This design comes from an exercise in tuning for small area, a short achievable clock period and few clock cycles per item on the open sky130 flow, not from production work.
Only simulation tests tie the RTL to the original design; equivalence was not proved.

**flow/constraint.sdc**
```tcl
create_clock -name core_clock -period 17.0 [get_ports {clk}]
set_input_delay 3.4000 -clock core_clock [delete_from_list [all_inputs] [get_ports {clk}]]
set_output_delay 3.4000 -clock core_clock [all_outputs]
set_load 0.01 [all_outputs]
```
**flow/design.v**
```verilog
module lim_node (
    input  wire         clk,
    input  wire         rst,         
    input  wire         in_valid,
    output wire         in_ready,
    input  wire [255:0] in_x,        
    input  wire [31:0]  in_thr,      
    input  wire [31:0]  in_kq,       
    output wire         out_valid,
    input  wire         out_ready,
    output wire [255:0] out_y,       
    output wire [31:0]  out_gmin     
);
    localparam [31:0] ONE = 32'h8000_0000;
    localparam [2:0] S_IDLE = 3'd0,
                     S_D0   = 3'd1,
                     S_VIS  = 3'd2,
                     S_P1   = 3'd3,
                     S_CA   = 3'd4,
                     S_CB   = 3'd5;
    localparam [1:0] OP_NONE = 2'd0,
                     OP_CH   = 2'd1,
                     OP_OUT  = 2'd2,
                     OP_LA   = 2'd3;
    wire [30:0] thr_c = (in_thr[31] || in_thr[30:8] == 23'd0) ? 31'd256 : in_thr[30:0];
    reg  [7:0]  loud_c;
    integer k;
    always @* begin
        for (k = 0; k < 8; k = k + 1)
            loud_c[k] = {in_x[32*k +: 31] ^ {31{in_x[32*k+31]}}, in_x[32*k+31]} > {thr_c, 1'b0};
    end
    reg  [30:0] thr_r;
    reg  [31:0] kq_r;
    reg  [7:0]  loud_r;
    always @(posedge clk) begin
        thr_r  <= thr_c;
        kq_r   <= in_kq;
        loud_r <= loud_c;
    end
    reg  [2:0]   state;
    reg  [2:0]   i;                  
    reg  [7:0]   lv;                 
    reg  [31:0]  slot [0:7];         
    reg  [31:0]  xr;                 
    reg          xn;
    reg  [31:0]  x7r;                
    reg  [30:0]  u;                  
    reg  [31:0]  g;                  
    reg  [2:0]   gix;
    reg          gu;                 
    reg  [31:0]  gmin;
    reg          ovalid;
    reg          o7p;                
    reg          o7g;                
    reg  [7:0]   rm;                 
    reg          bz0, bz1;           
    reg          wb0, wb1;           
    reg  [2:0]   ix0, ix1;
    reg  [31:0]  rem0, rem1;
    reg  [31:0]  quo0, quo1;
    reg  [3:0]   cnt0, cnt1;
    reg          pr0, pr1;           
    reg  [33:0]  d30, d31;           
    reg  [31:0]  xr1;
    reg          xn1;
    reg          mv;
    reg  [30:0]  dm;
    reg  [3:0]   mn;
    reg          mp;                 
    reg  [30:0]  dn;
    reg  [3:0]   dv;
    reg          la_ok;              
    reg  [65:0]  ps, pc;
    reg  [1:0]   m2op;
    reg  [2:0]   m2i;
    wire go = ~(ovalid & ~out_ready);
    assign in_ready  = (state == S_CB) && (i == 3'd6);
    assign out_valid = ovalid;
    assign out_gmin  = gmin;
    genvar gi;
    generate for (gi = 0; gi < 8; gi = gi + 1) begin : g_out
        assign out_y[32*gi +: 32] = slot[gi];
    end endgenerate
    function [3:0] top_bit(input [7:0] m);    
        integer t;
        begin
            top_bit = 4'd0;
            for (t = 0; t < 8; t = t + 1)
                if (m[t]) top_bit = {1'b1, t[2:0]};
        end
    endfunction
    function [33:0] la_m(input [2:0] a, input [3:0] b);
        begin
            case ({a, b})
            {3'd1, 4'd2}: la_m = 34'h200000000;
            {3'd1, 4'd3}: la_m = 34'h155555556;
            {3'd1, 4'd4}: la_m = 34'h100000000;
            {3'd1, 4'd5}: la_m = 34'h0cccccccd;
            {3'd1, 4'd6}: la_m = 34'h0aaaaaaab;
            {3'd1, 4'd7}: la_m = 34'h092492493;
            {3'd1, 4'd8}: la_m = 34'h080000000;
            {3'd2, 4'd3}: la_m = 34'h2aaaaaaab;
            {3'd2, 4'd4}: la_m = 34'h200000000;
            {3'd2, 4'd5}: la_m = 34'h19999999a;
            {3'd2, 4'd6}: la_m = 34'h155555556;
            {3'd2, 4'd7}: la_m = 34'h124924925;
            {3'd2, 4'd8}: la_m = 34'h100000000;
            {3'd3, 4'd4}: la_m = 34'h300000000;
            {3'd3, 4'd5}: la_m = 34'h266666667;
            {3'd3, 4'd6}: la_m = 34'h200000000;
            {3'd3, 4'd7}: la_m = 34'h1b6db6db7;
            {3'd3, 4'd8}: la_m = 34'h180000000;
            {3'd4, 4'd5}: la_m = 34'h333333334;
            {3'd4, 4'd6}: la_m = 34'h2aaaaaaab;
            {3'd4, 4'd7}: la_m = 34'h24924924a;
            {3'd4, 4'd8}: la_m = 34'h200000000;
            {3'd5, 4'd6}: la_m = 34'h355555556;
            {3'd5, 4'd7}: la_m = 34'h2db6db6dc;
            {3'd5, 4'd8}: la_m = 34'h280000000;
            {3'd6, 4'd7}: la_m = 34'h36db6db6e;
            {3'd6, 4'd8}: la_m = 34'h300000000;
            {3'd7, 4'd8}: la_m = 34'h380000000;
            default: la_m = 34'd0;
            endcase
        end
    endfunction
    wire [65:0] m_p  = ps + pc;
    wire [34:0] m_r  = m_p[65:31];
    wire [30:0] m_la = m_p[64:34];
    wire [30:0] ulim  = lv[i] ? slot[i][30:0] : 31'd0;
    wire        take_lim = m_r[34] | ({4'b0000, ulim} > m_r);    
    wire [30:0] u_new = take_lim ? ulim : m_r[30:0];
    function [33:0] dstep4(input [31:0] r, input [31:0] d, input dn, input [33:0] d3);    
        reg [34:0] t, s1, s2, s3;
        begin
            t  = {1'b0, r, 2'b00};
            s1 = t - {3'd0, d} - {34'd0, dn};
            s2 = t - {2'd0, d, dn} - {34'd0, dn};
            s3 = t - {1'b0, d3};
            if (!s3[34])      dstep4 = {2'd3, s3[31:0]};
            else if (!s2[34]) dstep4 = {2'd2, s2[31:0]};
            else if (!s1[34]) dstep4 = {2'd1, s1[31:0]};
            else              dstep4 = {2'd0, t[31:0]};
        end
    endfunction
    wire [33:0] dv0 = dstep4(rem0, xr, xn, d30);
    wire [33:0] dv1 = dstep4(rem1, xr1, xn1, d31);
    wire        wbs0 = wb0;
    wire        wbs1 = wb1 & ~wb0;
    wire        fr0  = ~bz0 & (~wb0 | wbs0);
    wire        fr1  = ~bz1 & (~wb1 | wbs1);
    wire [3:0]  top_rm = top_bit(rm);
    wire        ld0  = (state == S_P1) && (rm != 8'd0) && fr0;
    wire        ld1  = (state == S_P1) && (rm != 8'd0) && !fr0 && fr1;
    wire [2:0]  wbi  = wbs0 ? ix0 : ix1;
    wire [31:0] wbq  = wbs0 ? quo0 : quo1;
    wire [30:0] wbu  = ~wbq[31:1] + 31'd1;               
    wire        p1_done = (rm == 8'd0) && !bz0 && !bz1 && !wb0 && !wb1;
    wire [30:0] ur_i  = ulim;                            
    wire        use_c = mv && (m_la > ur_i);
    wire [30:0] ul_v  = use_c ? m_la : ur_i;
    wire        newm  = (ur_i > u) && (i != 3'd0);       
    wire [30:0] d_i   = ur_i - u;                        
    wire        more  = mv || newm;
    wire [3:0]  nxt_loud = top_bit(loud_r & ((8'd1 << i) - 8'd1));
    wire [2:0]  ni    = more ? (i - 3'd1) : nxt_loud[2:0];
    wire        ndone = (i == 3'd0) || (!more && !nxt_loud[3]);
    wire        vis   = (state == S_VIS);
    wire        fin   = vis && (!mv || la_ok) && !mp;
    wire        la_now  = vis && !fin && mv && !la_ok && !mp;           
    wire        la_next = fin && !ndone && mv && !newm;                  
    wire [3:0]  top = top_bit(loud_r);
    wire        d0q = (state == S_D0) && !top[3];
    wire [2:0]  x_idx = (state == S_D0) ? top[2:0] : (state == S_P1) ? top_rm[2:0] : i;
    wire [31:0] x_s   = in_x[32*x_idx +: 32];
    wire [34:0] cmp_l = dn * mn;
    wire [34:0] cmp_r = dm * dv;
    wire better = ~mv || (cmp_l > cmp_r);
    wire        l7 = o7p && o7g && (state == S_IDLE || state == S_P1 ||
                                    (state == S_CB && i == 3'd0));
    reg  [1:0]  op1;
    always @* begin
        case (state)
        S_IDLE:  op1 = l7 ? OP_OUT : OP_NONE;
        S_D0:    op1 = d0q ? OP_CH : OP_NONE;
        S_P1:    op1 = l7 ? OP_OUT : OP_NONE;
        S_CA:    op1 = OP_CH;
        S_CB:    op1 = (i != 3'd0 || l7) ? OP_OUT : OP_NONE;
        S_VIS:   op1 = (la_now || la_next) ? OP_LA : OP_NONE;
        default: op1 = OP_NONE;
        endcase
    end
    wire        sel_la  = (state == S_VIS);
    wire        sel_out = (state == S_IDLE) || (state == S_CB) || (state == S_P1);
    wire [2:0]  la_j = fin ? (i - 3'd1) : i;
    wire [34:0] m_a = sel_la  ? {1'b0, la_m(la_j + 3'd1, mn)}
                    : sel_out ? {3'b000, g} : {3'b000, kq_r};
    reg  [31:0] mb;
    reg         nb;
    wire [30:0] dm_next = (mp && better) ? dn : dm;
    reg  [31:0] mb_next;
    reg         nb_next;
    always @* begin
        mb_next = xr;
        nb_next = 1'b0;
        case (state)
        S_IDLE: if (in_valid) begin mb_next = {1'b0, u}; nb_next = 1'b1; end
        S_P1:   if (p1_done) mb_next = {1'b0, dm_next};
        S_VIS:  if (fin && ndone) begin mb_next = {1'b0, u}; nb_next = 1'b1; end
                else mb_next = {1'b0, dm_next};
        S_CB:   begin mb_next = {1'b0, u_new}; nb_next = 1'b1; end
        default: ;
        endcase
    end
    wire [31:0] m_b = mb;
    wire        m_n = nb;
    wire [67:0] m_k = sel_la  ? {3'b000, u, 34'd0}
                    : sel_out ? {37'd0, {31{xr[31]}}} : {6'd0, u, {31{1'b1}}};
    wire [67:0] cs_s, cs_c;
    booth_cs u_mul (.a(m_a), .b(m_b), .negb(m_n), .k(m_k), .s(cs_s), .c(cs_c));
    always @(posedge clk) begin
        if (rst) begin
            state  <= S_IDLE;
            u      <= 31'd0;
            ovalid <= 1'b0;
            o7p    <= 1'b0;
            o7g    <= 1'b0;
            gu     <= 1'b0;
            mp     <= 1'b0;
            m2op   <= OP_NONE;
        end else begin
            if (ovalid && out_ready)
                ovalid <= 1'b0;
            if (go) begin
                ps   <= cs_s[65:0];
                pc   <= cs_c[65:0];
                m2op <= op1;
                mb   <= mb_next;
                nb   <= nb_next;
                m2i  <= l7 ? 3'd7 : i - 3'd1;
                gu   <= 1'b0;
                if (gu)
                    gmin <= (gix == 3'd0 || g < gmin) ? g : gmin;
                if (l7) begin
                    o7p <= 1'b0;
                    o7g <= 1'b0;
                end
                if (m2op == OP_OUT) begin
                    slot[m2i] <= m_r[31:0];
                    if (m2i == 3'd7)
                        ovalid <= 1'b1;
                end
                if (mp) begin
                    mp <= 1'b0;
                    if (better) begin
                        mv <= 1'b1;
                        dm <= dn;
                        mn <= dv;
                    end
                end
                if (op1 == OP_LA)
                    la_ok <= 1'b1;
                case (state)
                S_IDLE: begin
                    if (o7p && !o7g) begin
                        g   <= ONE - {1'b0, u};
                        gix <= 3'd7;
                        gu  <= 1'b1;
                        o7g <= 1'b1;
                    end
                    lv     <= 8'd0;
                    mv     <= 1'b0;
                    la_ok  <= 1'b0;
                    bz0    <= 1'b0;
                    bz1    <= 1'b0;
                    wb0    <= 1'b0;
                    wb1    <= 1'b0;
                    if (in_valid)
                        state <= S_D0;
                end
                S_D0: begin
                    if (o7p && !o7g) begin
                        g   <= ONE - {1'b0, u};
                        gix <= 3'd7;
                        gu  <= 1'b1;
                        o7g <= 1'b1;
                    end
                    if (top[3]) begin
                        i     <= top[2:0];
                        xr1   <= x_s ^ {32{x_s[31]}};
                        xn1   <= x_s[31];
                        rem1  <= {1'b0, thr_r};
                        cnt1  <= 4'd15;
                        pr1   <= 1'b1;
                        ix1   <= top[2:0];
                        bz1   <= 1'b1;
                        rm    <= loud_r & ~(8'd1 << top[2:0]);
                        state <= S_P1;
                    end else begin
                        i     <= 3'd0;
                        state <= S_CB;
                    end
                end
                S_P1: begin
                    if (bz0 && pr0) begin
                        d30 <= {1'b0, xr, 1'b0} + {2'd0, xr} + {32'd0, xn, xn};
                        pr0 <= 1'b0;
                    end else if (bz0) begin
                        rem0 <= dv0[31:0];
                        quo0 <= {quo0[29:0], dv0[33:32]};
                        cnt0 <= cnt0 - 4'd1;
                        if (cnt0 == 4'd0) begin
                            bz0 <= 1'b0;
                            wb0 <= 1'b1;
                        end
                    end
                    if (bz1 && pr1) begin
                        d31 <= {1'b0, xr1, 1'b0} + {2'd0, xr1} + {32'd0, xn1, xn1};
                        pr1 <= 1'b0;
                    end else if (bz1) begin
                        rem1 <= dv1[31:0];
                        quo1 <= {quo1[29:0], dv1[33:32]};
                        cnt1 <= cnt1 - 4'd1;
                        if (cnt1 == 4'd0) begin
                            bz1 <= 1'b0;
                            wb1 <= 1'b1;
                        end
                    end
                    if (wbs0 || wbs1) begin
                        slot[wbi] <= {1'b0, wbu};
                        lv[wbi]   <= 1'b1;
                    end
                    if (wbs0) wb0 <= 1'b0;
                    if (wbs1) wb1 <= 1'b0;
                    if (ld0) begin
                        xr   <= x_s ^ {32{x_s[31]}};
                        xn   <= x_s[31];
                        rem0 <= {1'b0, thr_r};
                        cnt0 <= 4'd15;
                        pr0  <= 1'b1;
                        ix0  <= top_rm[2:0];
                        bz0  <= 1'b1;
                        rm   <= rm & ~(8'd1 << top_rm[2:0]);
                    end
                    if (ld1) begin
                        xr1  <= x_s ^ {32{x_s[31]}};
                        xn1  <= x_s[31];
                        rem1 <= {1'b0, thr_r};
                        cnt1 <= 4'd15;
                        pr1  <= 1'b1;
                        ix1  <= top_rm[2:0];
                        bz1  <= 1'b1;
                        rm   <= rm & ~(8'd1 << top_rm[2:0]);
                    end
                    if (p1_done)
                        state <= S_VIS;
                end
                S_VIS: begin
                    if (fin) begin
                        slot[i] <= {1'b0, ul_v};
                        if (use_c)
                            lv[i] <= 1'b1;
                        if (newm) begin
                            mp <= 1'b1;
                            dn <= d_i;
                            dv <= {1'b0, i} + 4'd1;
                        end
                        la_ok  <= la_next;
                        if (ndone) begin
                            i     <= 3'd0;
                            state <= S_CA;
                        end else begin
                            i <= ni;
                        end
                    end
                end
                S_CA: begin
                    if (i != 3'd0) begin
                        g   <= ONE - {1'b0, u};
                        gix <= i - 3'd1;
                        gu  <= 1'b1;
                    end
                    state <= S_CB;
                end
                S_CB: begin
                    u  <= u_new;
                    xr <= (i == 3'd7) ? x7r : x_s;
                    if (i == 3'd6)
                        x7r <= in_x[255:224];
                    if (i == 3'd7) begin
                        o7p    <= 1'b1;
                        lv     <= 8'd0;
                        mv     <= 1'b0;
                        la_ok  <= 1'b0;
                        bz0    <= 1'b0;
                        bz1    <= 1'b0;
                        wb0    <= 1'b0;
                        wb1    <= 1'b0;
                        state  <= in_valid ? S_D0 : S_IDLE;
                    end else begin
                        i     <= i + 3'd1;
                        state <= S_CA;
                    end
                end
                default: state <= S_IDLE;
                endcase
            end
        end
    end
endmodule
module booth_cs (
    input  wire [34:0] a,
    input  wire [31:0] b,
    input  wire        negb,
    input  wire [67:0] k,
    output wire [67:0] s,
    output wire [67:0] c
);
    wire [32:0] bx = {b, 1'b0};
    wire [35:0] a1 = {a[34], a};
    wire [35:0] a2 = {a, 1'b0};
    wire [2:0]  t0 = bx[2:0];
    wire        o0 = t0[0] ^ t0[1];
    wire        w0 = (t0 == 3'b011) | (t0 == 3'b100);
    wire        n0 = (t0[2] & ~(t0[1] & t0[0])) ^ negb;
    wire [35:0] m0 = ((o0 ? a1 : 36'd0) | (w0 ? a2 : 36'd0)) ^ {36{n0}};
    wire [2:0]  t1 = bx[4:2];
    wire        o1 = t1[0] ^ t1[1];
    wire        w1 = (t1 == 3'b011) | (t1 == 3'b100);
    wire        n1 = (t1[2] & ~(t1[1] & t1[0])) ^ negb;
    wire [35:0] m1 = ((o1 ? a1 : 36'd0) | (w1 ? a2 : 36'd0)) ^ {36{n1}};
    wire [2:0]  t2 = bx[6:4];
    wire        o2 = t2[0] ^ t2[1];
    wire        w2 = (t2 == 3'b011) | (t2 == 3'b100);
    wire        n2 = (t2[2] & ~(t2[1] & t2[0])) ^ negb;
    wire [35:0] m2 = ((o2 ? a1 : 36'd0) | (w2 ? a2 : 36'd0)) ^ {36{n2}};
    wire [2:0]  t3 = bx[8:6];
    wire        o3 = t3[0] ^ t3[1];
    wire        w3 = (t3 == 3'b011) | (t3 == 3'b100);
    wire        n3 = (t3[2] & ~(t3[1] & t3[0])) ^ negb;
    wire [35:0] m3 = ((o3 ? a1 : 36'd0) | (w3 ? a2 : 36'd0)) ^ {36{n3}};
    wire [2:0]  t4 = bx[10:8];
    wire        o4 = t4[0] ^ t4[1];
    wire        w4 = (t4 == 3'b011) | (t4 == 3'b100);
    wire        n4 = (t4[2] & ~(t4[1] & t4[0])) ^ negb;
    wire [35:0] m4 = ((o4 ? a1 : 36'd0) | (w4 ? a2 : 36'd0)) ^ {36{n4}};
    wire [2:0]  t5 = bx[12:10];
    wire        o5 = t5[0] ^ t5[1];
    wire        w5 = (t5 == 3'b011) | (t5 == 3'b100);
    wire        n5 = (t5[2] & ~(t5[1] & t5[0])) ^ negb;
    wire [35:0] m5 = ((o5 ? a1 : 36'd0) | (w5 ? a2 : 36'd0)) ^ {36{n5}};
    wire [2:0]  t6 = bx[14:12];
    wire        o6 = t6[0] ^ t6[1];
    wire        w6 = (t6 == 3'b011) | (t6 == 3'b100);
    wire        n6 = (t6[2] & ~(t6[1] & t6[0])) ^ negb;
    wire [35:0] m6 = ((o6 ? a1 : 36'd0) | (w6 ? a2 : 36'd0)) ^ {36{n6}};
    wire [2:0]  t7 = bx[16:14];
    wire        o7 = t7[0] ^ t7[1];
    wire        w7 = (t7 == 3'b011) | (t7 == 3'b100);
    wire        n7 = (t7[2] & ~(t7[1] & t7[0])) ^ negb;
    wire [35:0] m7 = ((o7 ? a1 : 36'd0) | (w7 ? a2 : 36'd0)) ^ {36{n7}};
    wire [2:0]  t8 = bx[18:16];
    wire        o8 = t8[0] ^ t8[1];
    wire        w8 = (t8 == 3'b011) | (t8 == 3'b100);
    wire        n8 = (t8[2] & ~(t8[1] & t8[0])) ^ negb;
    wire [35:0] m8 = ((o8 ? a1 : 36'd0) | (w8 ? a2 : 36'd0)) ^ {36{n8}};
    wire [2:0]  t9 = bx[20:18];
    wire        o9 = t9[0] ^ t9[1];
    wire        w9 = (t9 == 3'b011) | (t9 == 3'b100);
    wire        n9 = (t9[2] & ~(t9[1] & t9[0])) ^ negb;
    wire [35:0] m9 = ((o9 ? a1 : 36'd0) | (w9 ? a2 : 36'd0)) ^ {36{n9}};
    wire [2:0]  t10 = bx[22:20];
    wire        o10 = t10[0] ^ t10[1];
    wire        w10 = (t10 == 3'b011) | (t10 == 3'b100);
    wire        n10 = (t10[2] & ~(t10[1] & t10[0])) ^ negb;
    wire [35:0] m10 = ((o10 ? a1 : 36'd0) | (w10 ? a2 : 36'd0)) ^ {36{n10}};
    wire [2:0]  t11 = bx[24:22];
    wire        o11 = t11[0] ^ t11[1];
    wire        w11 = (t11 == 3'b011) | (t11 == 3'b100);
    wire        n11 = (t11[2] & ~(t11[1] & t11[0])) ^ negb;
    wire [35:0] m11 = ((o11 ? a1 : 36'd0) | (w11 ? a2 : 36'd0)) ^ {36{n11}};
    wire [2:0]  t12 = bx[26:24];
    wire        o12 = t12[0] ^ t12[1];
    wire        w12 = (t12 == 3'b011) | (t12 == 3'b100);
    wire        n12 = (t12[2] & ~(t12[1] & t12[0])) ^ negb;
    wire [35:0] m12 = ((o12 ? a1 : 36'd0) | (w12 ? a2 : 36'd0)) ^ {36{n12}};
    wire [2:0]  t13 = bx[28:26];
    wire        o13 = t13[0] ^ t13[1];
    wire        w13 = (t13 == 3'b011) | (t13 == 3'b100);
    wire        n13 = (t13[2] & ~(t13[1] & t13[0])) ^ negb;
    wire [35:0] m13 = ((o13 ? a1 : 36'd0) | (w13 ? a2 : 36'd0)) ^ {36{n13}};
    wire [2:0]  t14 = bx[30:28];
    wire        o14 = t14[0] ^ t14[1];
    wire        w14 = (t14 == 3'b011) | (t14 == 3'b100);
    wire        n14 = (t14[2] & ~(t14[1] & t14[0])) ^ negb;
    wire [35:0] m14 = ((o14 ? a1 : 36'd0) | (w14 ? a2 : 36'd0)) ^ {36{n14}};
    wire [2:0]  t15 = bx[32:30];
    wire        o15 = t15[0] ^ t15[1];
    wire        w15 = (t15 == 3'b011) | (t15 == 3'b100);
    wire        n15 = (t15[2] & ~(t15[1] & t15[0])) ^ negb;
    wire [35:0] m15 = ((o15 ? a1 : 36'd0) | (w15 ? a2 : 36'd0)) ^ {36{n15}};
    wire [67:0] r0 = {1'b0, 1'b0, 1'b0, 1'b0, 1'b0, 1'b0, 1'b0, 1'b0, 1'b0, 1'b0, 1'b0, 1'b0, 1'b0, 1'b0, 1'b0, 1'b0, 1'b0, 1'b0, 1'b0, 1'b0, 1'b0, 1'b0, 1'b0, 1'b0, 1'b0, 1'b0, 1'b0, 1'b0, 1'b0, 1'b0, 1'b0, 1'b0, ~m0[35], m0[34], m0[33], m0[32], m0[31], m0[30], m0[29], m0[28], m0[27], m0[26], m0[25], m0[24], m0[23], m0[22], m0[21], m0[20], m0[19], m0[18], m0[17], m0[16], m0[15], m0[14], m0[13], m0[12], m0[11], m0[10], m0[9], m0[8], m0[7], m0[6], m0[5], m0[4], m0[3], m0[2], m0[1], m0[0]};
    wire [67:0] r1 = {1'b0, 1'b0, 1'b0, 1'b0, 1'b0, 1'b0, 1'b0, 1'b0, 1'b0, 1'b0, 1'b0, 1'b0, 1'b0, 1'b0, 1'b0, 1'b0, 1'b0, 1'b0, 1'b0, 1'b0, 1'b0, 1'b0, 1'b0, 1'b0, 1'b0, 1'b0, 1'b0, 1'b0, 1'b0, 1'b0, ~m1[35], m1[34], m1[33], m1[32], m1[31], m1[30], m1[29], m1[28], m1[27], m1[26], m1[25], m1[24], m1[23], m1[22], m1[21], m1[20], m1[19], m1[18], m1[17], m1[16], m1[15], m1[14], m1[13], m1[12], m1[11], m1[10], m1[9], m1[8], m1[7], m1[6], m1[5], m1[4], m1[3], m1[2], m1[1], m1[0], 1'b0, n0};
    wire [67:0] r2 = {1'b0, 1'b0, 1'b0, 1'b0, 1'b0, 1'b0, 1'b0, 1'b0, 1'b0, 1'b0, 1'b0, 1'b0, 1'b0, 1'b0, 1'b0, 1'b0, 1'b0, 1'b0, 1'b0, 1'b0, 1'b0, 1'b0, 1'b0, 1'b0, 1'b0, 1'b0, 1'b0, 1'b0, ~m2[35], m2[34], m2[33], m2[32], m2[31], m2[30], m2[29], m2[28], m2[27], m2[26], m2[25], m2[24], m2[23], m2[22], m2[21], m2[20], m2[19], m2[18], m2[17], m2[16], m2[15], m2[14], m2[13], m2[12], m2[11], m2[10], m2[9], m2[8], m2[7], m2[6], m2[5], m2[4], m2[3], m2[2], m2[1], m2[0], 1'b0, n1, 1'b0, 1'b0};
    wire [67:0] r3 = {1'b0, 1'b0, 1'b0, 1'b0, 1'b0, 1'b0, 1'b0, 1'b0, 1'b0, 1'b0, 1'b0, 1'b0, 1'b0, 1'b0, 1'b0, 1'b0, 1'b0, 1'b0, 1'b0, 1'b0, 1'b0, 1'b0, 1'b0, 1'b0, 1'b0, 1'b0, ~m3[35], m3[34], m3[33], m3[32], m3[31], m3[30], m3[29], m3[28], m3[27], m3[26], m3[25], m3[24], m3[23], m3[22], m3[21], m3[20], m3[19], m3[18], m3[17], m3[16], m3[15], m3[14], m3[13], m3[12], m3[11], m3[10], m3[9], m3[8], m3[7], m3[6], m3[5], m3[4], m3[3], m3[2], m3[1], m3[0], 1'b0, n2, 1'b0, 1'b0, 1'b0, 1'b0};
    wire [67:0] r4 = {1'b0, 1'b0, 1'b0, 1'b0, 1'b0, 1'b0, 1'b0, 1'b0, 1'b0, 1'b0, 1'b0, 1'b0, 1'b0, 1'b0, 1'b0, 1'b0, 1'b0, 1'b0, 1'b0, 1'b0, 1'b0, 1'b0, 1'b0, 1'b0, ~m4[35], m4[34], m4[33], m4[32], m4[31], m4[30], m4[29], m4[28], m4[27], m4[26], m4[25], m4[24], m4[23], m4[22], m4[21], m4[20], m4[19], m4[18], m4[17], m4[16], m4[15], m4[14], m4[13], m4[12], m4[11], m4[10], m4[9], m4[8], m4[7], m4[6], m4[5], m4[4], m4[3], m4[2], m4[1], m4[0], 1'b0, n3, 1'b0, 1'b0, 1'b0, 1'b0, 1'b0, 1'b0};
    wire [67:0] r5 = {1'b0, 1'b0, 1'b0, 1'b0, 1'b0, 1'b0, 1'b0, 1'b0, 1'b0, 1'b0, 1'b0, 1'b0, 1'b0, 1'b0, 1'b0, 1'b0, 1'b0, 1'b0, 1'b0, 1'b0, 1'b0, 1'b0, ~m5[35], m5[34], m5[33], m5[32], m5[31], m5[30], m5[29], m5[28], m5[27], m5[26], m5[25], m5[24], m5[23], m5[22], m5[21], m5[20], m5[19], m5[18], m5[17], m5[16], m5[15], m5[14], m5[13], m5[12], m5[11], m5[10], m5[9], m5[8], m5[7], m5[6], m5[5], m5[4], m5[3], m5[2], m5[1], m5[0], 1'b0, n4, 1'b0, 1'b0, 1'b0, 1'b0, 1'b0, 1'b0, 1'b0, 1'b0};
    wire [67:0] r6 = {1'b0, 1'b0, 1'b0, 1'b0, 1'b0, 1'b0, 1'b0, 1'b0, 1'b0, 1'b0, 1'b0, 1'b0, 1'b0, 1'b0, 1'b0, 1'b0, 1'b0, 1'b0, 1'b0, 1'b0, ~m6[35], m6[34], m6[33], m6[32], m6[31], m6[30], m6[29], m6[28], m6[27], m6[26], m6[25], m6[24], m6[23], m6[22], m6[21], m6[20], m6[19], m6[18], m6[17], m6[16], m6[15], m6[14], m6[13], m6[12], m6[11], m6[10], m6[9], m6[8], m6[7], m6[6], m6[5], m6[4], m6[3], m6[2], m6[1], m6[0], 1'b0, n5, 1'b0, 1'b0, 1'b0, 1'b0, 1'b0, 1'b0, 1'b0, 1'b0, 1'b0, 1'b0};
    wire [67:0] r7 = {1'b0, 1'b0, 1'b0, 1'b0, 1'b0, 1'b0, 1'b0, 1'b0, 1'b0, 1'b0, 1'b0, 1'b0, 1'b0, 1'b0, 1'b0, 1'b0, 1'b0, 1'b0, ~m7[35], m7[34], m7[33], m7[32], m7[31], m7[30], m7[29], m7[28], m7[27], m7[26], m7[25], m7[24], m7[23], m7[22], m7[21], m7[20], m7[19], m7[18], m7[17], m7[16], m7[15], m7[14], m7[13], m7[12], m7[11], m7[10], m7[9], m7[8], m7[7], m7[6], m7[5], m7[4], m7[3], m7[2], m7[1], m7[0], 1'b0, n6, 1'b0, 1'b0, 1'b0, 1'b0, 1'b0, 1'b0, 1'b0, 1'b0, 1'b0, 1'b0, 1'b0, 1'b0};
    wire [67:0] r8 = {1'b0, 1'b0, 1'b0, 1'b0, 1'b0, 1'b0, 1'b0, 1'b0, 1'b0, 1'b0, 1'b0, 1'b0, 1'b0, 1'b0, 1'b0, 1'b0, ~m8[35], m8[34], m8[33], m8[32], m8[31], m8[30], m8[29], m8[28], m8[27], m8[26], m8[25], m8[24], m8[23], m8[22], m8[21], m8[20], m8[19], m8[18], m8[17], m8[16], m8[15], m8[14], m8[13], m8[12], m8[11], m8[10], m8[9], m8[8], m8[7], m8[6], m8[5], m8[4], m8[3], m8[2], m8[1], m8[0], 1'b0, n7, 1'b0, 1'b0, 1'b0, 1'b0, 1'b0, 1'b0, 1'b0, 1'b0, 1'b0, 1'b0, 1'b0, 1'b0, 1'b0, 1'b0};
    wire [67:0] r9 = {1'b0, 1'b0, 1'b0, 1'b0, 1'b0, 1'b0, 1'b0, 1'b0, 1'b0, 1'b0, 1'b0, 1'b0, 1'b0, 1'b0, ~m9[35], m9[34], m9[33], m9[32], m9[31], m9[30], m9[29], m9[28], m9[27], m9[26], m9[25], m9[24], m9[23], m9[22], m9[21], m9[20], m9[19], m9[18], m9[17], m9[16], m9[15], m9[14], m9[13], m9[12], m9[11], m9[10], m9[9], m9[8], m9[7], m9[6], m9[5], m9[4], m9[3], m9[2], m9[1], m9[0], 1'b0, n8, 1'b0, 1'b0, 1'b0, 1'b0, 1'b0, 1'b0, 1'b0, 1'b0, 1'b0, 1'b0, 1'b0, 1'b0, 1'b0, 1'b0, 1'b0, 1'b0};
    wire [67:0] r10 = {1'b0, 1'b0, 1'b0, 1'b0, 1'b0, 1'b0, 1'b0, 1'b0, 1'b0, 1'b0, 1'b0, 1'b0, ~m10[35], m10[34], m10[33], m10[32], m10[31], m10[30], m10[29], m10[28], m10[27], m10[26], m10[25], m10[24], m10[23], m10[22], m10[21], m10[20], m10[19], m10[18], m10[17], m10[16], m10[15], m10[14], m10[13], m10[12], m10[11], m10[10], m10[9], m10[8], m10[7], m10[6], m10[5], m10[4], m10[3], m10[2], m10[1], m10[0], 1'b0, n9, 1'b0, 1'b0, 1'b0, 1'b0, 1'b0, 1'b0, 1'b0, 1'b0, 1'b0, 1'b0, 1'b0, 1'b0, 1'b0, 1'b0, 1'b0, 1'b0, 1'b0, 1'b0};
    wire [67:0] r11 = {1'b0, 1'b0, 1'b0, 1'b0, 1'b0, 1'b0, 1'b0, 1'b0, 1'b0, 1'b0, ~m11[35], m11[34], m11[33], m11[32], m11[31], m11[30], m11[29], m11[28], m11[27], m11[26], m11[25], m11[24], m11[23], m11[22], m11[21], m11[20], m11[19], m11[18], m11[17], m11[16], m11[15], m11[14], m11[13], m11[12], m11[11], m11[10], m11[9], m11[8], m11[7], m11[6], m11[5], m11[4], m11[3], m11[2], m11[1], m11[0], 1'b0, n10, 1'b0, 1'b0, 1'b0, 1'b0, 1'b0, 1'b0, 1'b0, 1'b0, 1'b0, 1'b0, 1'b0, 1'b0, 1'b0, 1'b0, 1'b0, 1'b0, 1'b0, 1'b0, 1'b0, 1'b0};
    wire [67:0] r12 = {1'b0, 1'b0, 1'b0, 1'b0, 1'b0, 1'b0, 1'b0, 1'b0, ~m12[35], m12[34], m12[33], m12[32], m12[31], m12[30], m12[29], m12[28], m12[27], m12[26], m12[25], m12[24], m12[23], m12[22], m12[21], m12[20], m12[19], m12[18], m12[17], m12[16], m12[15], m12[14], m12[13], m12[12], m12[11], m12[10], m12[9], m12[8], m12[7], m12[6], m12[5], m12[4], m12[3], m12[2], m12[1], m12[0], 1'b0, n11, 1'b0, 1'b0, 1'b0, 1'b0, 1'b0, 1'b0, 1'b0, 1'b0, 1'b0, 1'b0, 1'b0, 1'b0, 1'b0, 1'b0, 1'b0, 1'b0, 1'b0, 1'b0, 1'b0, 1'b0, 1'b0, 1'b0};
    wire [67:0] r13 = {1'b0, 1'b0, 1'b0, 1'b0, 1'b0, 1'b0, ~m13[35], m13[34], m13[33], m13[32], m13[31], m13[30], m13[29], m13[28], m13[27], m13[26], m13[25], m13[24], m13[23], m13[22], m13[21], m13[20], m13[19], m13[18], m13[17], m13[16], m13[15], m13[14], m13[13], m13[12], m13[11], m13[10], m13[9], m13[8], m13[7], m13[6], m13[5], m13[4], m13[3], m13[2], m13[1], m13[0], 1'b0, n12, 1'b0, 1'b0, 1'b0, 1'b0, 1'b0, 1'b0, 1'b0, 1'b0, 1'b0, 1'b0, 1'b0, 1'b0, 1'b0, 1'b0, 1'b0, 1'b0, 1'b0, 1'b0, 1'b0, 1'b0, 1'b0, 1'b0, 1'b0, 1'b0};
    wire [67:0] r14 = {1'b0, 1'b0, 1'b0, 1'b0, ~m14[35], m14[34], m14[33], m14[32], m14[31], m14[30], m14[29], m14[28], m14[27], m14[26], m14[25], m14[24], m14[23], m14[22], m14[21], m14[20], m14[19], m14[18], m14[17], m14[16], m14[15], m14[14], m14[13], m14[12], m14[11], m14[10], m14[9], m14[8], m14[7], m14[6], m14[5], m14[4], m14[3], m14[2], m14[1], m14[0], 1'b0, n13, 1'b0, 1'b0, 1'b0, 1'b0, 1'b0, 1'b0, 1'b0, 1'b0, 1'b0, 1'b0, 1'b0, 1'b0, 1'b0, 1'b0, 1'b0, 1'b0, 1'b0, 1'b0, 1'b0, 1'b0, 1'b0, 1'b0, 1'b0, 1'b0, 1'b0, 1'b0};
    wire [67:0] r15 = {1'b0, 1'b0, ~m15[35], m15[34], m15[33], m15[32], m15[31], m15[30], m15[29], m15[28], m15[27], m15[26], m15[25], m15[24], m15[23], m15[22], m15[21], m15[20], m15[19], m15[18], m15[17], m15[16], m15[15], m15[14], m15[13], m15[12], m15[11], m15[10], m15[9], m15[8], m15[7], m15[6], m15[5], m15[4], m15[3], m15[2], m15[1], m15[0], 1'b0, n14, 1'b0, 1'b0, 1'b0, 1'b0, 1'b0, 1'b0, 1'b0, 1'b0, 1'b0, 1'b0, 1'b0, 1'b0, 1'b0, 1'b0, 1'b0, 1'b0, 1'b0, 1'b0, 1'b0, 1'b0, 1'b0, 1'b0, 1'b0, 1'b0, 1'b0, 1'b0, 1'b0, 1'b0};
    wire [67:0] rk = {1'b1, 1'b1, 1'b0, 1'b1, 1'b0, 1'b1, 1'b0, 1'b1, 1'b0, 1'b1, 1'b0, 1'b1, 1'b0, 1'b1, 1'b0, 1'b1, 1'b0, 1'b1, 1'b0, 1'b1, 1'b0, 1'b1, 1'b0, 1'b1, 1'b0, 1'b1, 1'b0, 1'b1, 1'b0, 1'b1, 1'b0, 1'b1, 1'b1, 1'b0, 1'b0, 1'b0, 1'b0, n15, 1'b0, 1'b0, 1'b0, 1'b0, 1'b0, 1'b0, 1'b0, 1'b0, 1'b0, 1'b0, 1'b0, 1'b0, 1'b0, 1'b0, 1'b0, 1'b0, 1'b0, 1'b0, 1'b0, 1'b0, 1'b0, 1'b0, 1'b0, 1'b0, 1'b0, 1'b0, 1'b0, 1'b0, 1'b0, 1'b0};
    wire [67:0] l0s0 = r0 ^ r1 ^ r2;
    wire [67:0] l0c0 = {((r0 & r1) | (r0 & r2) | (r1 & r2))} << 1;
    wire [67:0] l0s1 = r3 ^ r4 ^ r5;
    wire [67:0] l0c1 = {((r3 & r4) | (r3 & r5) | (r4 & r5))} << 1;
    wire [67:0] l0s2 = r6 ^ r7 ^ r8;
    wire [67:0] l0c2 = {((r6 & r7) | (r6 & r8) | (r7 & r8))} << 1;
    wire [67:0] l0s3 = r9 ^ r10 ^ r11;
    wire [67:0] l0c3 = {((r9 & r10) | (r9 & r11) | (r10 & r11))} << 1;
    wire [67:0] l0s4 = r12 ^ r13 ^ r14;
    wire [67:0] l0c4 = {((r12 & r13) | (r12 & r14) | (r13 & r14))} << 1;
    wire [67:0] l0s5 = r15 ^ rk ^ k;
    wire [67:0] l0c5 = {((r15 & rk) | (r15 & k) | (rk & k))} << 1;
    wire [67:0] l1s0 = l0s0 ^ l0c0 ^ l0s1;
    wire [67:0] l1c0 = {((l0s0 & l0c0) | (l0s0 & l0s1) | (l0c0 & l0s1))} << 1;
    wire [67:0] l1s1 = l0c1 ^ l0s2 ^ l0c2;
    wire [67:0] l1c1 = {((l0c1 & l0s2) | (l0c1 & l0c2) | (l0s2 & l0c2))} << 1;
    wire [67:0] l1s2 = l0s3 ^ l0c3 ^ l0s4;
    wire [67:0] l1c2 = {((l0s3 & l0c3) | (l0s3 & l0s4) | (l0c3 & l0s4))} << 1;
    wire [67:0] l1s3 = l0c4 ^ l0s5 ^ l0c5;
    wire [67:0] l1c3 = {((l0c4 & l0s5) | (l0c4 & l0c5) | (l0s5 & l0c5))} << 1;
    wire [67:0] l2s0 = l1s0 ^ l1c0 ^ l1s1;
    wire [67:0] l2c0 = {((l1s0 & l1c0) | (l1s0 & l1s1) | (l1c0 & l1s1))} << 1;
    wire [67:0] l2s1 = l1c1 ^ l1s2 ^ l1c2;
    wire [67:0] l2c1 = {((l1c1 & l1s2) | (l1c1 & l1c2) | (l1s2 & l1c2))} << 1;
    wire [67:0] l3s0 = l2s0 ^ l2c0 ^ l2s1;
    wire [67:0] l3c0 = {((l2s0 & l2c0) | (l2s0 & l2s1) | (l2c0 & l2s1))} << 1;
    wire [67:0] l3s1 = l2c1 ^ l1s3 ^ l1c3;
    wire [67:0] l3c1 = {((l2c1 & l1s3) | (l2c1 & l1c3) | (l1s3 & l1c3))} << 1;
    wire [67:0] l4s0 = l3s0 ^ l3c0 ^ l3s1;
    wire [67:0] l4c0 = {((l3s0 & l3c0) | (l3s0 & l3s1) | (l3c0 & l3s1))} << 1;
    wire [67:0] l5s0 = l4s0 ^ l4c0 ^ l3c1;
    wire [67:0] l5c0 = {((l4s0 & l4c0) | (l4s0 & l3c1) | (l4c0 & l3c1))} << 1;
    assign s = l5s0;
    assign c = l5c0;
endmodule
```
**flow/config.mk**
```make
export PLATFORM = sky130hd
export DESIGN_NAME = lim_node
export DESIGN_NICKNAME = lim_node
export VERILOG_FILES = /design/flow/design.v
export SDC_FILE = /design/flow/constraint.sdc
export NUM_CORES = 4
export LEC_CHECK = 0
export CAP_MARGIN = 20
export CORE_MARGIN = 2
export CORE_UTILIZATION = 60
export PLACE_DENSITY = 0.72
export SLEW_MARGIN = 20
export SYNTH_MEMORY_MAX_BITS = 8192
```
**flow/run.sh**
```bash
#!/bin/bash
# synth_recipe.tcl (not shown) runs the flow's synth.tcl, then flattens the netlist and writes it again
# the make line also repeats each setting of config.mk as NAME=value (left out here)
make -C /OpenROAD-flow-scripts/flow DESIGN_CONFIG=/design/flow/config.mk WORK_HOME=/design/flow/orfs CLKGATE_MAP_FILE= SYNTH_SCRIPT=/design/flow/synth_recipe.tcl finish
```
==> summary.md, run 1 <==
| Metric | Value |
|---|---|
| Outcome | `timing/DRC/antenna clean` |
| Area growth from synthesis to layout | `12.3%` |
| Syn Inst Count | `between 10k and 15k` |
| Setup bufs post-CTS | `0` |
| Clock Sinks | `around 1k` |
| WP data arrival | `9.78 ns` |
| Syn Nets | `13.9k` |
| Largest net degree at the start of global routing | `between 70 and 80` |
| Worst setup path class | `register to register` |
| Post-synthesis sequential area ratio | `26.4%` |
| Antenna violations before repair | `62` |
| Worst Min Path Start | `quo1[0]$_SDFFCE_PN1P_` |
| Setup violators final | `0` |
| Antenna Nets Post-Route | `0` |
| First-pass GRT wire length | `622000 um` |
| Row Count | `~160` |
| H-tree levels | `3` |
| Reg-to-Reg End | `ps[29]$_DFFE_PP_` |
| Yosys top cell by area | `edfxtp_1` |
| Slew HR | `a little under a tenth` |
| Die Wd | `between 400 and 500 um` |
| Hold violation count in the final report | `0` |
| Fmax | `between 0.1 and 0.15 GHz` |
| I/O pins | `614` |
| Routed WL | `427000 um` |
| Effective utilization at floorplan | `60.5%` |
| Hold Path End | `quo1[2]$_DFFE_PP_` |
| Commonest cells post-synth | `1428 x inv_1, 1197 x ha_1, 882 x edfxtp_1, 769 x xnor2_1, 753 x nand2_1` |
| Worst hold margin | `about 0.42 ns` |
| Max Slew Vio Count | `0` |
| CTS Buf Count | `about 120` |
| Synth Warn # | `1` |
| Synth Register Bits | `~1k` |
| Setup_tns | `0 ns` |
| Avg WL per Cell | `roughly 29 um` |
| Synthesized cell area | `between 100000 and 150000 um2` |
| Max-cap viol count | `0` |
| Dpl cells | `14.3k` |
| Post_cts resized | `0` |
| FF-to-FF path depth | `27` |
| Total Nets Final | `14.2k` |
| Final std cells w/o fill | `~15k` |
| Count leader, synth | `inv_1` |
| Worst Clk Skew | `approximately 0.086 ns` |
| Startpoint types | `register` |
| Launching point of the worst reg2reg path | `mv$_DFFE_PP_` |
| Area contributors post-synth | `edfxtp_1 24%, ha_1 14%, fa_1 12%` |
| Number of global-route vias before repair | `96.3k` |
| Die area | `~190000 um2` |
| Via count | `97.8k` |
| Total Routing Usage GR | `roughly 45%` |
| Worst Path Max Fanout | `32` |
| GPL Wtd Cong | `approximately 1.0` |
| RSZ-0062 raised after global routing | `no` |
| Share of the synthesized area in the top cell type | `about 24%` |
| Worst endpoint required time | `around 18 ns` |
| Max Root-Sink Buffers | `3` |
| DR vias/cell | `6.73` |
| CTS tree | `done` |
| Slowest stage delay, CP | `0.93 ns` |
| Post-synth EDFFs | `about 900` |
| Syn Area/Cell | `9.35 um2` |
| Total gr overflow | `0` |
| Slowest CP cell | `edfxtp_1` |
| Tightest Pin Transition | `1.35 ns` |
| Hold Path Cell Cnt | `0` |
| Die span in y | `between 400 and 500 um` |
| Root Buffer | `clkbuf_16` |
| DRC | `0` |
| CTS Hold Buffers Added | `0` |
| Initial DRC Count | `~13k` |
| Clock latency (worst-skew pair) | `0.85 ns` |
| Final min period | `a little over 9 ns` |
| Hold WC Path Type | `register to register` |
| Reg clk slew, reported paths | `about 0.070 ns` |
| Core area | `181000 um2` |
| Ys flop type | `edfxtp_1` |
| Layout cells sized above 1 | `~5.8%` |
| Final Cycle Share | `between 50 and 60%` |
| R2r setup slk | `7.80 ns` |
| CP Capture Type | `register` |
| Port Buffer Count | `613` |
| Yosys cell types | `just over 90` |
| Async SR Flop Fraction | `0%` |
| Fill cell count | `~14k` |
| HPWL after detailed placement | `between 300000 and 400000 um` |
| Number of detailed-route iterations in the first pass | `10` |
## layout by cell type, fill, tap and decap left out, types with 150 or more instances in the layout
cell             count
a21oi_1            637
a22oi_1            549
ha_1              1186
nor2b_1            175
o21ai_0            398
fa_1               637
xnor2_1            752
o22ai_1            239
mux2i_1            150
and2_1             255
a21o_1             252
nor2_1             432
inv_1             1428
xor2_1             498
edfxtp_1           882
nand2_1            745
buf_4              208
clkdlybuf4s50_1    605
## metal layers
metal,vias to the layer above,routed length [um],GRT usage [%]
li1,41700,-,-
met4,34,37400,32.3
met1,47000,151000,55.4
met3,1950,55700,12.9
met2,7132,182000,67.1
met5,-,232,0
## cell type report
cell class / instances / area [um2] / area share [%]
Antenna cell: 35 / 87.6 / 0.0712
Clock buffer: 146 / 3200 / 2.60
Clock inverter: 73 / 1070 / 0.866
Inverter: 1441 / 5410 / 4.40
Multi-Input combinational cell: 8631 / 73600 / 59.8
Sequential cell: 1005 / 29000 / 23.5
Tap cell: 2370 / 2970 / 2.41
Timing Repair Buffer: 829 / 7810 / 6.35
## cells by family (layout without fill, tap and decap cells)
family	count (synthesis)	after routing	synth area share, %
buffers and inverters	2085	2489	7.18
other	1	36	0.00342
xor gates and xnor gates	1276	1276	10.2
adders and majority gates	1834	1834	25.3
DFF	1005	1005	26.4
muxes	237	237	2.93
AOI/OAI and AO/OA	2927	2927	17.5
and+or+nand+nor	2356	2356	10.5
## sequential cells by signal, summed over array words and instances (netlist names), 8 cells and up, named ones only
| signal | flops |
|---|---|
| slot | 256 |
| pc | 64 |
| ps | 64 |
| d30 | 34 |
| d31 | 33 |
| g | 32 |
| gmin | 32 |
| kq_r | 32 |
| mb | 32 |
| quo0 | 32 |
| quo1 | 32 |
| rem0 | 32 |
| rem1 | 32 |
| x7r | 32 |
| xr | 32 |
| dm | 31 |
| dn | 31 |
| thr_r | 31 |
| u | 31 |
| xr1 | 31 |
| loud_r | 8 |
| lv | 8 |
| rm | 8 |
## stage by stage
stage	setup slack [ns]	area, um2	util [%]
floorplan	5.98	110000	-
global placement	7.78	119000	65.4
detailed placement	7.55	119000	65.5
CTS	8.06	123000	67.8
global route	7.49	123000	67.9
finish	7.80	123000	67.9
## worst max-delay path, delay by kind of cell, from the launching register on
| family | cells | cell delay [ns] |
|---|---|---|
| adder cells (fa/ha/maj) | 7 | 3.74 |
| XOR/XNOR | 1 | 0.23 |
| buffers and inverters | 7 | 1.28 |
| flip-flops | 1 | 0.93 |
| AO/OA/AOI/OAI | 6 | 1.63 |
| AND/OR/NAND/NOR | 6 | 1.12 |
## how the worst max path moves through the flow
stage               startpoint                    end  cells after the start
4_1_cts        dv[3]$_DFFE_PP_       mb[14]$_DFFE_PP_                     29
6_report          mv$_DFFE_PP_       ps[29]$_DFFE_PP_                     27
3_3_place_gp         out_ready  slot[7][11]$_DFFE_PP_                     11
3_5_place_dp         out_ready  slot[7][12]$_DFFE_PP_                     10
2_1_floorplan        out_ready   slot[4][0]$_DFFE_PP_                     12
5_1_grt        mp$_SDFFE_PP0N_       ps[29]$_DFFE_PP_                     28
Testbench counts, summed over its fixed seeds: cycles 46,273, blocks 1,600.
==> inputs of run 2 (changes only) <==
--- a/flow/design.v
+++ b/flow/design.v
@@ -16,5 +16,4 @@
                      S_D0   = 3'd1,
                      S_VIS  = 3'd2,
-                     S_P1   = 3'd3,
                      S_CA   = 3'd4,
                      S_CB   = 3'd5;
@@ -57,9 +56,8 @@
     reg          wb0, wb1;           
     reg  [2:0]   ix0, ix1;
+    reg  [2:0]   wx0, wx1;           
     reg  [31:0]  rem0, rem1;
     reg  [31:0]  quo0, quo1;
     reg  [3:0]   cnt0, cnt1;
-    reg          pr0, pr1;           
-    reg  [33:0]  d30, d31;           
     reg  [31:0]  xr1;
     reg          xn1;
@@ -92,33 +90,33 @@
     function [33:0] la_m(input [2:0] a, input [3:0] b);
         begin
-            case ({a, b})
-            {3'd1, 4'd2}: la_m = 34'h200000000;
-            {3'd1, 4'd3}: la_m = 34'h155555556;
-            {3'd1, 4'd4}: la_m = 34'h100000000;
-            {3'd1, 4'd5}: la_m = 34'h0cccccccd;
-            {3'd1, 4'd6}: la_m = 34'h0aaaaaaab;
-            {3'd1, 4'd7}: la_m = 34'h092492493;
-            {3'd1, 4'd8}: la_m = 34'h080000000;
-            {3'd2, 4'd3}: la_m = 34'h2aaaaaaab;
-            {3'd2, 4'd4}: la_m = 34'h200000000;
-            {3'd2, 4'd5}: la_m = 34'h19999999a;
-            {3'd2, 4'd6}: la_m = 34'h155555556;
-            {3'd2, 4'd7}: la_m = 34'h124924925;
-            {3'd2, 4'd8}: la_m = 34'h100000000;
-            {3'd3, 4'd4}: la_m = 34'h300000000;
-            {3'd3, 4'd5}: la_m = 34'h266666667;
-            {3'd3, 4'd6}: la_m = 34'h200000000;
-            {3'd3, 4'd7}: la_m = 34'h1b6db6db7;
-            {3'd3, 4'd8}: la_m = 34'h180000000;
-            {3'd4, 4'd5}: la_m = 34'h333333334;
-            {3'd4, 4'd6}: la_m = 34'h2aaaaaaab;
-            {3'd4, 4'd7}: la_m = 34'h24924924a;
-            {3'd4, 4'd8}: la_m = 34'h200000000;
-            {3'd5, 4'd6}: la_m = 34'h355555556;
-            {3'd5, 4'd7}: la_m = 34'h2db6db6dc;
-            {3'd5, 4'd8}: la_m = 34'h280000000;
-            {3'd6, 4'd7}: la_m = 34'h36db6db6e;
-            {3'd6, 4'd8}: la_m = 34'h300000000;
-            {3'd7, 4'd8}: la_m = 34'h380000000;
+            case ({a, b[2:0]})
+            {3'd1, 3'd2}: la_m = 34'h200000000;
+            {3'd1, 3'd3}: la_m = 34'h155555556;
+            {3'd1, 3'd4}: la_m = 34'h100000000;
+            {3'd1, 3'd5}: la_m = 34'h0cccccccd;
+            {3'd1, 3'd6}: la_m = 34'h0aaaaaaab;
+            {3'd1, 3'd7}: la_m = 34'h092492493;
+            {3'd1, 3'd0}: la_m = 34'h080000000;
+            {3'd2, 3'd3}: la_m = 34'h2aaaaaaab;
+            {3'd2, 3'd4}: la_m = 34'h200000000;
+            {3'd2, 3'd5}: la_m = 34'h19999999a;
+            {3'd2, 3'd6}: la_m = 34'h155555556;
+            {3'd2, 3'd7}: la_m = 34'h124924925;
+            {3'd2, 3'd0}: la_m = 34'h100000000;
+            {3'd3, 3'd4}: la_m = 34'h300000000;
+            {3'd3, 3'd5}: la_m = 34'h266666667;
+            {3'd3, 3'd6}: la_m = 34'h200000000;
+            {3'd3, 3'd7}: la_m = 34'h1b6db6db7;
+            {3'd3, 3'd0}: la_m = 34'h180000000;
+            {3'd4, 3'd5}: la_m = 34'h333333334;
+            {3'd4, 3'd6}: la_m = 34'h2aaaaaaab;
+            {3'd4, 3'd7}: la_m = 34'h24924924a;
+            {3'd4, 3'd0}: la_m = 34'h200000000;
+            {3'd5, 3'd6}: la_m = 34'h355555556;
+            {3'd5, 3'd7}: la_m = 34'h2db6db6dc;
+            {3'd5, 3'd0}: la_m = 34'h280000000;
+            {3'd6, 3'd7}: la_m = 34'h36db6db6e;
+            {3'd6, 3'd0}: la_m = 34'h300000000;
+            {3'd7, 3'd0}: la_m = 34'h380000000;
             default: la_m = 34'd0;
             endcase
@@ -129,32 +127,36 @@
     wire [30:0] m_la = m_p[64:34];
     wire [30:0] ulim  = lv[i] ? slot[i][30:0] : 31'd0;
-    wire        take_lim = m_r[34] | ({4'b0000, ulim} > m_r);    
+    wire [65:0] t_lim = ps + pc + ~{4'd0, ulim, 31'd0};
+    wire        take_lim = t_lim[65];
     wire [30:0] u_new = take_lim ? ulim : m_r[30:0];
-    function [33:0] dstep4(input [31:0] r, input [31:0] d, input dn, input [33:0] d3);    
-        reg [34:0] t, s1, s2, s3;
+    function [33:0] dstep2(input [31:0] r, input [31:0] d, input dn);    
+        reg [32:0] t;
+        reg [33:0] df;
+        reg [1:0]  q;
+        integer s;
         begin
-            t  = {1'b0, r, 2'b00};
-            s1 = t - {3'd0, d} - {34'd0, dn};
-            s2 = t - {2'd0, d, dn} - {34'd0, dn};
-            s3 = t - {1'b0, d3};
-            if (!s3[34])      dstep4 = {2'd3, s3[31:0]};
-            else if (!s2[34]) dstep4 = {2'd2, s2[31:0]};
-            else if (!s1[34]) dstep4 = {2'd1, s1[31:0]};
-            else              dstep4 = {2'd0, t[31:0]};
+            for (s = 1; s >= 0; s = s - 1) begin
+                t  = {r, 1'b0};
+                df = {1'b0, t} - {2'b00, d} - {33'd0, dn};
+                q[s] = ~df[33];
+                r  = q[s] ? df[31:0] : t[31:0];
+            end
+            dstep2 = {q, r};
         end
     endfunction
-    wire [33:0] dv0 = dstep4(rem0, xr, xn, d30);
-    wire [33:0] dv1 = dstep4(rem1, xr1, xn1, d31);
+    wire [33:0] dv0 = dstep2(rem0, xr, xn);
+    wire [33:0] dv1 = dstep2(rem1, xr1, xn1);
     wire        wbs0 = wb0;
     wire        wbs1 = wb1 & ~wb0;
-    wire        fr0  = ~bz0 & (~wb0 | wbs0);
-    wire        fr1  = ~bz1 & (~wb1 | wbs1);
+    wire        ls0  = bz0 & (cnt0 == 4'd0);
+    wire        ls1  = bz1 & (cnt1 == 4'd0);
+    wire        fr0  = (~bz0 & (~wb0 | wbs0)) | ls0;
+    wire        fr1  = (~bz1 & (~wb1 | wbs1)) | (ls1 & ~ls0);
     wire [3:0]  top_rm = top_bit(rm);
-    wire        ld0  = (state == S_P1) && (rm != 8'd0) && fr0;
-    wire        ld1  = (state == S_P1) && (rm != 8'd0) && !fr0 && fr1;
-    wire [2:0]  wbi  = wbs0 ? ix0 : ix1;
+    wire        ld0  = (state == S_VIS) && (rm != 8'd0) && fr0;
+    wire        ld1  = (state == S_VIS) && (rm != 8'd0) && !fr0 && fr1;
+    wire [2:0]  wbi  = wbs0 ? wx0 : wx1;
     wire [31:0] wbq  = wbs0 ? quo0 : quo1;
     wire [30:0] wbu  = ~wbq[31:1] + 31'd1;               
-    wire        p1_done = (rm == 8'd0) && !bz0 && !bz1 && !wb0 && !wb1;
     wire [30:0] ur_i  = ulim;                            
     wire        use_c = mv && (m_la > ur_i);
@@ -167,15 +169,16 @@
     wire        ndone = (i == 3'd0) || (!more && !nxt_loud[3]);
     wire        vis   = (state == S_VIS);
-    wire        fin   = vis && (!mv || la_ok) && !mp;
-    wire        la_now  = vis && !fin && mv && !la_ok && !mp;           
+    wire        rdy   = ~loud_r[i] | lv[i];                 
+    wire        fin   = vis && rdy && (!mv || la_ok) && !mp && !wb0 && !wb1;
+    wire        la_now  = vis && !fin && mv && !mp && !o7p;             
     wire        la_next = fin && !ndone && mv && !newm;                  
     wire [3:0]  top = top_bit(loud_r);
     wire        d0q = (state == S_D0) && !top[3];
-    wire [2:0]  x_idx = (state == S_D0) ? top[2:0] : (state == S_P1) ? top_rm[2:0] : i;
+    wire [2:0]  x_idx = (state == S_D0) ? top[2:0] : (state == S_VIS) ? top_rm[2:0] : i;
     wire [31:0] x_s   = in_x[32*x_idx +: 32];
     wire [34:0] cmp_l = dn * mn;
     wire [34:0] cmp_r = dm * dv;
     wire better = ~mv || (cmp_l > cmp_r);
-    wire        l7 = o7p && o7g && (state == S_IDLE || state == S_P1 ||
+    wire        l7 = o7p && o7g && (state == S_IDLE || state == S_VIS ||
                                     (state == S_CB && i == 3'd0));
     reg  [1:0]  op1;
@@ -184,35 +187,18 @@
         S_IDLE:  op1 = l7 ? OP_OUT : OP_NONE;
         S_D0:    op1 = d0q ? OP_CH : OP_NONE;
-        S_P1:    op1 = l7 ? OP_OUT : OP_NONE;
         S_CA:    op1 = OP_CH;
         S_CB:    op1 = (i != 3'd0 || l7) ? OP_OUT : OP_NONE;
-        S_VIS:   op1 = (la_now || la_next) ? OP_LA : OP_NONE;
+        S_VIS:   op1 = l7 ? OP_OUT : (la_now || la_next) ? OP_LA : OP_NONE;
         default: op1 = OP_NONE;
         endcase
     end
-    wire        sel_la  = (state == S_VIS);
-    wire        sel_out = (state == S_IDLE) || (state == S_CB) || (state == S_P1);
+    wire        sel_la  = (state == S_VIS) && !o7p;
+    wire        sel_out = (state == S_IDLE) || (state == S_CB) || (state == S_VIS && o7p);
     wire [2:0]  la_j = fin ? (i - 3'd1) : i;
     wire [34:0] m_a = sel_la  ? {1'b0, la_m(la_j + 3'd1, mn)}
                     : sel_out ? {3'b000, g} : {3'b000, kq_r};
-    reg  [31:0] mb;
-    reg         nb;
-    wire [30:0] dm_next = (mp && better) ? dn : dm;
-    reg  [31:0] mb_next;
-    reg         nb_next;
-    always @* begin
-        mb_next = xr;
-        nb_next = 1'b0;
-        case (state)
-        S_IDLE: if (in_valid) begin mb_next = {1'b0, u}; nb_next = 1'b1; end
-        S_P1:   if (p1_done) mb_next = {1'b0, dm_next};
-        S_VIS:  if (fin && ndone) begin mb_next = {1'b0, u}; nb_next = 1'b1; end
-                else mb_next = {1'b0, dm_next};
-        S_CB:   begin mb_next = {1'b0, u_new}; nb_next = 1'b1; end
-        default: ;
-        endcase
-    end
-    wire [31:0] m_b = mb;
-    wire        m_n = nb;
+    wire [31:0] m_b = sel_la  ? {1'b0, dm}
+                    : sel_out ? xr : {1'b0, u};
+    wire        m_n = ~sel_la & ~sel_out;
     wire [67:0] m_k = sel_la  ? {3'b000, u, 34'd0}
                     : sel_out ? {37'd0, {31{xr[31]}}} : {6'd0, u, {31{1'b1}}};
@@ -236,6 +222,4 @@
                 pc   <= cs_c[65:0];
                 m2op <= op1;
-                mb   <= mb_next;
-                nb   <= nb_next;
                 m2i  <= l7 ? 3'd7 : i - 3'd1;
                 gu   <= 1'b0;
@@ -259,6 +243,5 @@
                     end
                 end
-                if (op1 == OP_LA)
-                    la_ok <= 1'b1;
+                la_ok <= (op1 == OP_LA);
                 case (state)
                 S_IDLE: begin
@@ -292,9 +275,8 @@
                         rem1  <= {1'b0, thr_r};
                         cnt1  <= 4'd15;
-                        pr1   <= 1'b1;
                         ix1   <= top[2:0];
                         bz1   <= 1'b1;
                         rm    <= loud_r & ~(8'd1 << top[2:0]);
-                        state <= S_P1;
+                        state <= S_VIS;
                     end else begin
                         i     <= 3'd0;
@@ -302,9 +284,6 @@
                     end
                 end
-                S_P1: begin
-                    if (bz0 && pr0) begin
-                        d30 <= {1'b0, xr, 1'b0} + {2'd0, xr} + {32'd0, xn, xn};
-                        pr0 <= 1'b0;
-                    end else if (bz0) begin
+                S_VIS: begin
+                    if (bz0) begin
                         rem0 <= dv0[31:0];
                         quo0 <= {quo0[29:0], dv0[33:32]};
@@ -313,10 +292,8 @@
                             bz0 <= 1'b0;
                             wb0 <= 1'b1;
+                            wx0 <= ix0;
                         end
                     end
-                    if (bz1 && pr1) begin
-                        d31 <= {1'b0, xr1, 1'b0} + {2'd0, xr1} + {32'd0, xn1, xn1};
-                        pr1 <= 1'b0;
-                    end else if (bz1) begin
+                    if (bz1) begin
                         rem1 <= dv1[31:0];
                         quo1 <= {quo1[29:0], dv1[33:32]};
@@ -325,4 +302,5 @@
                             bz1 <= 1'b0;
                             wb1 <= 1'b1;
+                            wx1 <= ix1;
                         end
                     end
@@ -338,5 +316,4 @@
                         rem0 <= {1'b0, thr_r};
                         cnt0 <= 4'd15;
-                        pr0  <= 1'b1;
                         ix0  <= top_rm[2:0];
                         bz0  <= 1'b1;
@@ -348,13 +325,8 @@
                         rem1 <= {1'b0, thr_r};
                         cnt1 <= 4'd15;
-                        pr1  <= 1'b1;
                         ix1  <= top_rm[2:0];
                         bz1  <= 1'b1;
                         rm   <= rm & ~(8'd1 << top_rm[2:0]);
                     end
-                    if (p1_done)
-                        state <= S_VIS;
-                end
-                S_VIS: begin
                     if (fin) begin
                         slot[i] <= {1'b0, ul_v};
@@ -366,5 +338,4 @@
                             dv <= {1'b0, i} + 4'd1;
                         end
-                        la_ok  <= la_next;
                         if (ndone) begin
                             i     <= 3'd0;
--- a/flow/config.mk
+++ b/flow/config.mk
@@ -11,3 +11,2 @@
 export PLACE_DENSITY = 0.72
 export SLEW_MARGIN = 20
-export SYNTH_MEMORY_MAX_BITS = 8192
==> run 2 against run 1 <==
Net effect: core utilization shrank 0.055 points; synthesized area shrank 9.1%; critical path depth shrank 2; non-clock buffer count shrank 15; still clean; maximum frequency shrank 9.3%.
==> summary.md, run 2 <==
| Metric | Value |
|---|---|
| Design Area, Final | `112000 um2` |
| Xor and xnor area share after synthesis | `~10%` |
| DP Worst Slack | `between 7 and 8 ns` |
| Clock Sinks | `911` |
| Largest Register | `slot` |
| Finished Core Util | `67.9%` |
| H-tree levels | `3` |
| Worst Setup SP | `state[2]$_SDFFE_PP0P_` |
| Port Buffer Count | `613` |
| Hold Path End | `wx0[2]$_DFFE_PP_` |
| Row Count | `between 100 and 150` |
| Reg-to-Reg End | `ps[20]$_DFFE_PP_` |
| Setup bufs post-CTS | `0` |
| Fmax | `a little under 0.1 GHz` |
| Layout cells sized above 1 | `approximately 6.2%` |
| Launching point of the worst reg2reg path | `state[2]$_SDFFE_PP0P_` |
| Total Nets Final | `about 13k` |
| Die Wd | `~400 um` |
| Setup ws final | `6.85 ns` |
| R2r setup slk | `roughly 6.9 ns` |
| WP data arrival | `10.69 ns` |
| Max Slew Vio Count | `0` |
| Syn Nets | `12.7k` |
| Max-cap viol count | `0` |
| Initial DRC Count | `between 10k and 15k` |
| FF-to-FF path depth | `25` |
| Total Routing Usage GR | `47.3%` |
| Post-DP Area | `between 100000 and 150000 um2` |
| Largest net degree at the start of global routing | `approximately 130` |
| Post-synth EDFFs | `between 700 and 800` |
| Antenna Nets Post-Route | `0` |
| Compound-Gate Fraction of Synth Area | `between 10% and 20%` |
| Total gr overflow | `0` |
| Worst Min Path Start | `ix0[2]$_DFFE_PP_` |
| CP Capture Type | `register` |
| Antenna violations before repair | `45` |
| Synth Register Bits | `911` |
| Reg clk slew, reported paths | `0.06 ns` |
| Effective utilization at floorplan | `between 60% and 70%` |
| Synth Warn # | `1` |
| Avg WL per Cell | `roughly 31 um` |
| Dpl cells | `13.1k` |
| Ys flop type | `edfxtp_1` |
| Routed WL | `409000 um` |
| Tightest Pin Transition | `between 1 and 1.5 ns` |
| I/O pins | `between 600 and 700` |
| Area growth from synthesis to layout | `12.4%` |
| First-pass GRT wire length | `approximately 600000 um` |
| Worst endpoint required time | `17.55 ns` |
| Simple-Gate Fraction of Synth Area | `11.7%` |
| Worst hold margin | `about 0.42 ns` |
| Number of detailed-route iterations in the first pass | `12` |
| Hold Path Cell Cnt | `0` |
| RSZ-0062 raised after global routing | `no` |
| Syn Area/Cell | `~9.3 um2` |
| Hold violation count in the final report | `0` |
| CTS Hold Buffers Added | `0` |
| Outcome | `timing/DRC/antenna clean` |
| Setup_tns | `0 ns` |
| Slew HR | `between 10% and 20%` |
| GPL Wtd Cong | `roughly 1.1` |
| Die area | `169000 um2` |
| Post_cts resized | `0` |
| DRC | `0` |
| Hold WC Path Type | `register to register` |
| Mux cell area share after synthesis | `under 10%` |
| Share of the synthesized area in the top cell type | `a little under a quarter` |
| Die span in y | `412 um` |
| Yosys top cell by area | `edfxtp_1` |
| Post-synthesis sequential area ratio | `26.2%` |
| Via count | `approximately 90k` |
| Startpoint types | `register` |
| Yosys cell types | `86` |
| Async SR Flop Fraction | `0%` |
| Commonest non-fill, non-tap cell in the layout | `inv_1` |
| Clock latency (worst-skew pair) | `0.79 ns` |
| Count leader, synth | `inv_1` |
| Final std cells w/o fill | `around 13k` |
| CTS tree | `done` |
| Syn Inst Count | `~11k` |
| Max Root-Sink Buffers | `3` |
| CTS Buf Count | `around 100` |
| Worst Path Max Fanout | `21` |
| Largest family of logic cells by synthesized area | `adder cells` |
| Final min period | `10.15 ns` |
| Commonest cells post-synth | `1207 x inv_1, 1006 x ha_1, 903 x nand2_1, 788 x edfxtp_1, 690 x xnor2_1` |
| Area contributors post-synth | `edfxtp_1 24%, fa_1 13%, ha_1 13%` |
| Final Cycle Share | `about three fifths` |
| HPWL after detailed placement | `between 300000 and 400000 um` |
| Most frequent cells in the layout | `1207 x inv_1, 993 x ha_1, 883 x nand2_1, 788 x edfxtp_1, 678 x xnor2_1` |
| Number of flip-flops in the largest register | `~260` |
| Synthesized cell area | `99700 um2` |
| Core area | `165000 um2` |
| Worst setup path class | `register to register` |
| Worst Clk Skew | `0.0586 ns` |
| Synth Area in Adders | `approximately a quarter` |
| Top flop regs | `slot x256, ps x66, pc x64` |
| Number of global-route vias before repair | `~89k` |
| Root Buffer | `clkbuf_16` |
==> run 2: how the worst max path moves through the flow <==
stage | endpoint | slack, ns | depth (start not counted)
detailed placement | ps[20]$_DFFE_PP_ | 7.06 | 25
floorplan | slot[7][0]$_DFFE_PP_ | 6.88 | 9
global placement | ps[20]$_DFFE_PP_ | 7.21 | 25
global route | ps[20]$_DFFE_PP_ | 6.49 | 25
CTS | ps[20]$_DFFE_PP_ | 7.07 | 25
finish | ps[20]$_DFFE_PP_ | 6.85 | 25
==> run 2: layout make-up <==
type,instances,area [um2]
flip-flops and latches,911,26100
diodes,36,90.1
clock inverters,67,786
repair buffers,814,7640
multi-input cells,7957,67300
fillers,13100,53000
clock buffers,126,2730
well taps,2189,2740
inverters,1221,4590
==> run 2: cells by family (layout without fill, tap and decap cells) <==
kind of cell,after synthesis,in the layout
compound gates,2457,2457
xor+xnor,1155,1155
fa+ha+maj,1644,1644
buf+inv,1851,2228
flops,911,911
mux,249,249
other cells,1,37
simple gates,2451,2451
==> run 2: layer usage <==
metal,track usage [%],vias up,wire length [um]
met1,53.6,43500,135000
met3,17.3,2071,54000
li1,-,38100,-
met4,38.7,31,44000
met5,0.141,-,228
met2,71.4,6763,176000
==> run 2: worst max-delay path, cell delays in order, from the launching register on <==
cell and delay, ns:
dfxtp_1 0.41, or2_2 0.48, nor2_1 0.82, o2111a_1 0.58, xnor2_4 0.15, buf_4 0.37
inv_2 0.24, ha_1 0.25, xor2_1 0.19, xnor2_2 0.78, nand2_1 0.20, a21oi_1 0.20
a211oi_1 0.10, a31oi_2 0.99, buf_4 0.43, a22oi_1 0.15, xor2_1 0.21, fa_1 0.57
fa_1 0.44, fa_1 0.52, fa_1 0.55, inv_1 0.06, fa_1 0.53, inv_1 0.05
fa_1 0.54, inv_1 0.04
Testbench counts of run 2, summed over its fixed seeds: cycles 42,645, blocks 1,600.

static timing again, ports no longer ideal:
How much do the figures lean on ideal ports? The routed layouts below were timed once more, with nothing changed but the port constraints. Step 1: set_driving_cell puts a clkbuf_16 on clk and a buf_2 on each other input, an assumption about the parent block. Step 2, shift: input delay + t, output delay - t, t = (earliest + latest rising clock arrival at the registers) / 2. This alone moves slack from input paths to output paths. a / b / c = ideal / step 1 / step 2; a / b = the first two.
run	shift t [ns]	setup WS [ns]
run 1	0.893	7.800 / 7.800 / 7.671
run 2	0.832	6.854 / 6.854 / 6.854
After both steps setup and hold are still met in every run listed.
